Context: an optimization exercise on an open-source flow, tuned for small area, a short achievable clock period and few clock cycles per item. The choices shown serve that exercise and are no tape-out recipe. Only simulation tests tie the RTL to the original design; equivalence was not proved. Power is estimated from default activity; no workload was simulated.

Setup of job 3719:
Design dz16_rs_dec, start of the top module:
module dz16_rs_dec (
    input             clk,
    input             rst,         
    input             in_valid,
    output            in_ready,
    input      [63:0] in_data,
    output            out_valid,
    input             out_ready,
    output     [63:0] out_data,
    output            out_last,
    output     [1:0]  out_status   
);
    localparam [1:0] ST_CLEAN = 2'd0, ST_CORR = 2'd1, ST_UNCORR = 2'd2, ST_POISON = 2'd3;
    localparam integer NROW = 12;
    localparam [63:0] POISON_S = 64'h917fe9c4ff071064;
    function [7:0] gf_mul(input [7:0] a, input [7:0] b);
        integer i;
        reg [7:0] p, aa;
        begin
            p  = 8'd0;
            aa = a;
            for (i = 0; i < 8; i = i + 1) begin
                if (b[i]) p = p ^ aa;
                aa = {aa[6:0], 1'b0} ^ (aa[7] ? 8'h1D : 8'h00);
            end
            gf_mul = p;
        end
    endfunction
    localparam [3:0] LAM = 4'hf;
    function [3:0] g16_mul(input [3:0] a, input [3:0] b);
        integer i;
        reg [3:0] p, aa;
        begin
            p  = 4'd0;
            aa = a;
            for (i = 0; i < 4; i = i + 1) begin
                if (b[i]) p = p ^ aa;
                aa = {aa[2:0], 1'b0} ^ (aa[3] ? 4'h3 : 4'h0);
            end
            g16_mul = p;
        end
    endfunction
    function [7:0] cm(input [7:0] a, input [7:0] b);
        reg [3:0] m0, m1, m2;
        begin
            m0 = g16_mul(a[3:0], b[3:0]);
            m1 = g16_mul(a[7:4], b[7:4]);
            m2 = g16_mul(a[3:0] ^ a[7:4], b[3:0] ^ b[7:4]);
  ...
Size in the first run: ~1100 flip-flops.
export LEC_CHECK = 0
export CAP_MARGIN = 20
export CORE_MARGIN = 2
export CORE_UTILIZATION = 40
export PLACE_DENSITY = 0.7
export SETUP_SLACK_MARGIN = 5
export SLEW_MARGIN = 20
create_clock -name core_clock -period 10.0 [get_ports {clk}]
standard.sh (not shown) runs the stock make flow with config.mk's settings and CLKGATE_MAP_FILE= SYNTH_SCRIPT=/design/flow/synth_recipe.tcl, a recipe that flattens the netlist after the stock synthesis.
==> flow/flow/run.sh <==
#!/bin/bash
# The standard layout (standard.sh, unchanged synthesis and steps), except
#  - the input and output ports are buffered with buf_2 cells instead of the
#    default port buffer cell;
#  - clock tree synthesis does not add dummy loads to the clock tree leaves,
#    and clusters up to 24 registers (80 um across) per leaf buffer.
# Full make output goes to standard.log; ORFS's per-step logs stay in orfs/logs.
set -uo pipefail
export BUFFER_PORTS_ARGS="-buffer_cell sky130_fd_sc_hd__buf_2"
export CTS_ARGS="-sink_clustering_enable -repair_clock_nets -dont_use_dummy_load -sink_clustering_size 24 -sink_clustering_max_diameter 80"
bash standard.sh > standard.log 2>&1
Job 3719 ended with every stage complete and zero timing, DRC or antenna violations.
Testbench counts of job 3719, summed over its fixed seeds: cycles 17,376, items 1,920.
Inputs modified between job 3719 and job 9369:
- PLACE_DENSITY no longer set, was 0.7
- CORE_UTILIZATION now 60, was 40
==> flow/flow/run.sh <==
#!/bin/bash
# The standard layout (standard.sh, unchanged synthesis and steps), except
# that the input and output ports are buffered with buf_2 cells instead of
# the default port buffer cell. Full make output goes to standard.log.
set -uo pipefail
export BUFFER_PORTS_ARGS="-buffer_cell sky130_fd_sc_hd__buf_2"
bash standard.sh > standard.log 2>&1
Results
Job 9369 | status: complete | timing, DRC, antenna: pass
The higher fmax came out of job 3719.
Number of cells traversed by the worst register-to-register path (higher): job 9369
Comparing final non-filler cell total for job 9369 and job 3719, the smaller number came from job 9369.
Clock network fraction of total power sits higher in job 9369 than in job 3719.
The share of the clock period used by the worst path after layout in job 9369 was higher than what job 3719 gave.
Job 9369 against job 3719: detailed-route wire length per cell increased about 4.3%, first-iteration DRC count dropped 1.6%.
The following lists how job 5638 was set up differently from job 9369:
- CORE_UTILIZATION now 40, was 60
--- a/flow/flow/run.sh
+++ b/flow/flow/run.sh
@@ -3,2 +3,5 @@
-# that the input and output ports are buffered with buf_2 cells instead of
-# the default port buffer cell. Full make output goes to standard.log.
+#  - the input and output ports are buffered with buf_2 cells instead of the
+#    default port buffer cell;
+#  - clock tree synthesis does not add dummy loads to the clock tree leaves,
+#    and clusters up to 24 registers (80 um across) per leaf buffer.
+# Full make output goes to standard.log; ORFS's per-step logs stay in orfs/logs.
@@ -6,0 +10 @@
+export CTS_ARGS="-sink_clustering_enable -repair_clock_nets -dont_use_dummy_load -sink_clustering_size 24 -sink_clustering_max_diameter 80"
[summary]
Per the comparison of job 5638 with job 9369, fraction of layout instances using a drive strength above 1 down 1.6 points; global-route usage down 11 points.
Looking at worst hold slack across both flows, job 5638 is the weaker of the two, with job 9369 ahead.
Job 9369 vs job 5638, cell with the largest stage delay on the worst path: xnor2_1 vs a21oi_2
## Diff of input files: job 2725 against job 5638
- GPL_ROUTABILITY_DRIVEN: unset -> 0
[summary]
Looking only at worst hold margin, and setting everything else aside, the higher value of job 5638 and job 2725 goes to job 2725. Buffer count excluding the clock tree in the final layout is lower on job 2725. Any difference in clock share of power between job 5638 and job 2725 is small enough to ignore. As far as async set or reset register ratio after synthesis goes, job 2725 and job 5638 are indistinguishable; the numbers are identical. Shortest clock period the worst path allows after layout: job 2725 vs job 5638, no meaningful difference. Compared with job 5638, job 2725 shows areal power density over the cells that has gone up slightly. Job 2725: depth of the most critical reg-to-reg path 1 below job 5638.
Setup changes, job 2725 to job 7230
- CAP_MARGIN: 20 -> 10
- SLEW_MARGIN: 20 -> 10
- GPL_ROUTABILITY_DRIVEN: 0 -> unset
### Flow results
Re worst setup slack: job 2725 and job 7230 aren't equal, and the lower value belongs to job 2725. Wire: job 7230 routes more than job 2725. Run comparison: job 2725 slowest stage cell on the critical path buf_2; job 7230 slowest stage cell on the critical path a21oi_2. Clock skew: job 7230 vs job 2725 up 0.039 ns. Summed area of non-filler cells in the final layout up about 0.7% in job 7230 wrt job 2725. Compared with job 2725, job 7230 instantiates a larger number of cells. Between job 2725 and job 7230, the final cycle utilization of the critical path does not differ in any meaningful way.

---

dz16_rs_dec again, from the RTL that the note above started with.
Settings: LEC_CHECK=0, CAP_MARGIN=20, CORE_MARGIN=2, CORE_UTILIZATION=40, SETUP_SLACK_MARGIN=5, SLEW_MARGIN=20; clock period 10.0 ns.
==> flow/flow/run.sh <==
#!/bin/bash
# The standard layout (standard.sh, unchanged synthesis and steps), except
#  - the input and output ports are buffered with buf_2 cells instead of the
#    default port buffer cell;
#  - clock tree synthesis does not add dummy loads to the clock tree leaves,
#    and clusters up to 30 registers (100 um across) per leaf buffer.
# Full make output goes to standard.log; ORFS's per-step logs stay in orfs/logs.
set -uo pipefail
export BUFFER_PORTS_ARGS="-buffer_cell sky130_fd_sc_hd__buf_2"
export CTS_ARGS="-sink_clustering_enable -repair_clock_nets -dont_use_dummy_load -sink_clustering_size 30 -sink_clustering_max_diameter 100"
bash standard.sh > standard.log 2>&1
Testbench counts at the start, summed over its fixed seeds: cycles 17,376, items 1,920.
Edit:
==> flow/flow/run.sh (replaced) <==
#!/bin/bash
# The standard layout (standard.sh, unchanged synthesis and steps), except
#  - the input and output ports are buffered with buf_2 cells instead of the
#    default port buffer cell;
#  - clock tree synthesis does not add dummy loads to the clock tree leaves.
# Full make output goes to standard.log; ORFS's per-step logs stay in orfs/logs.
set -uo pipefail
export BUFFER_PORTS_ARGS="-buffer_cell sky130_fd_sc_hd__buf_2"
export CTS_ARGS="-sink_clustering_enable -repair_clock_nets -dont_use_dummy_load"
bash standard.sh > standard.log 2>&1
After rerunning:
- worst setup slack loses 0.012 ns
- design area grows by a few percent
- cell count rose slightly
- clock skew goes up by 0.017 ns
- routed wire length is higher slightly
- core utilization rises by 0.98 points
- clock-buffer cell count increases by 56

[afterwards: timing with drivers on the ports]
The flow's constraints put no driver on any port. The routed layouts listed below were extracted and timed again, unchanged, in two steps. Step 1 assumes that a clkbuf_16 drives the clock port and a buf_2 every other input. Step 2 also shifts input and output timing later by t, the mid clock arrival at the registers, as if the neighbouring blocks saw the same clock. Three values: ideal ports, drivers, drivers and shift; two values: the first two.
| run | shift t [ns] | setup slack, ns | worst data-port slew with drivers (ns) |
|---|---|---|---|
| job 3719 | 0.729 | 5.079 / 5.017 / 4.288 | 0.17 |
| job 9369 | 0.757 | 5.023 / 4.924 / 4.167 | 0.16 |
| job 5638 | 0.726 | 5.074 / 5.044 / 4.515 | 0.07 |
| job 2725 | 0.744 | 5.076 / 5.041 / 4.405 | 0.05 |
| job 7230 | 0.721 | 5.084 / 5.055 / 4.473 | 0.07 |
| the first run of note 2 | 0.709 | 5.067 / 5.037 / 4.591 | 0.06 |
| the second run of note 2 | 0.763 | 5.055 / 4.982 / 4.439 | 0.06 |
After both steps setup and hold are still met in every run listed. For job 9369, which loses most, drivers alone change the setup slack by -0.099 ns; drivers and shift together by -0.856 ns.
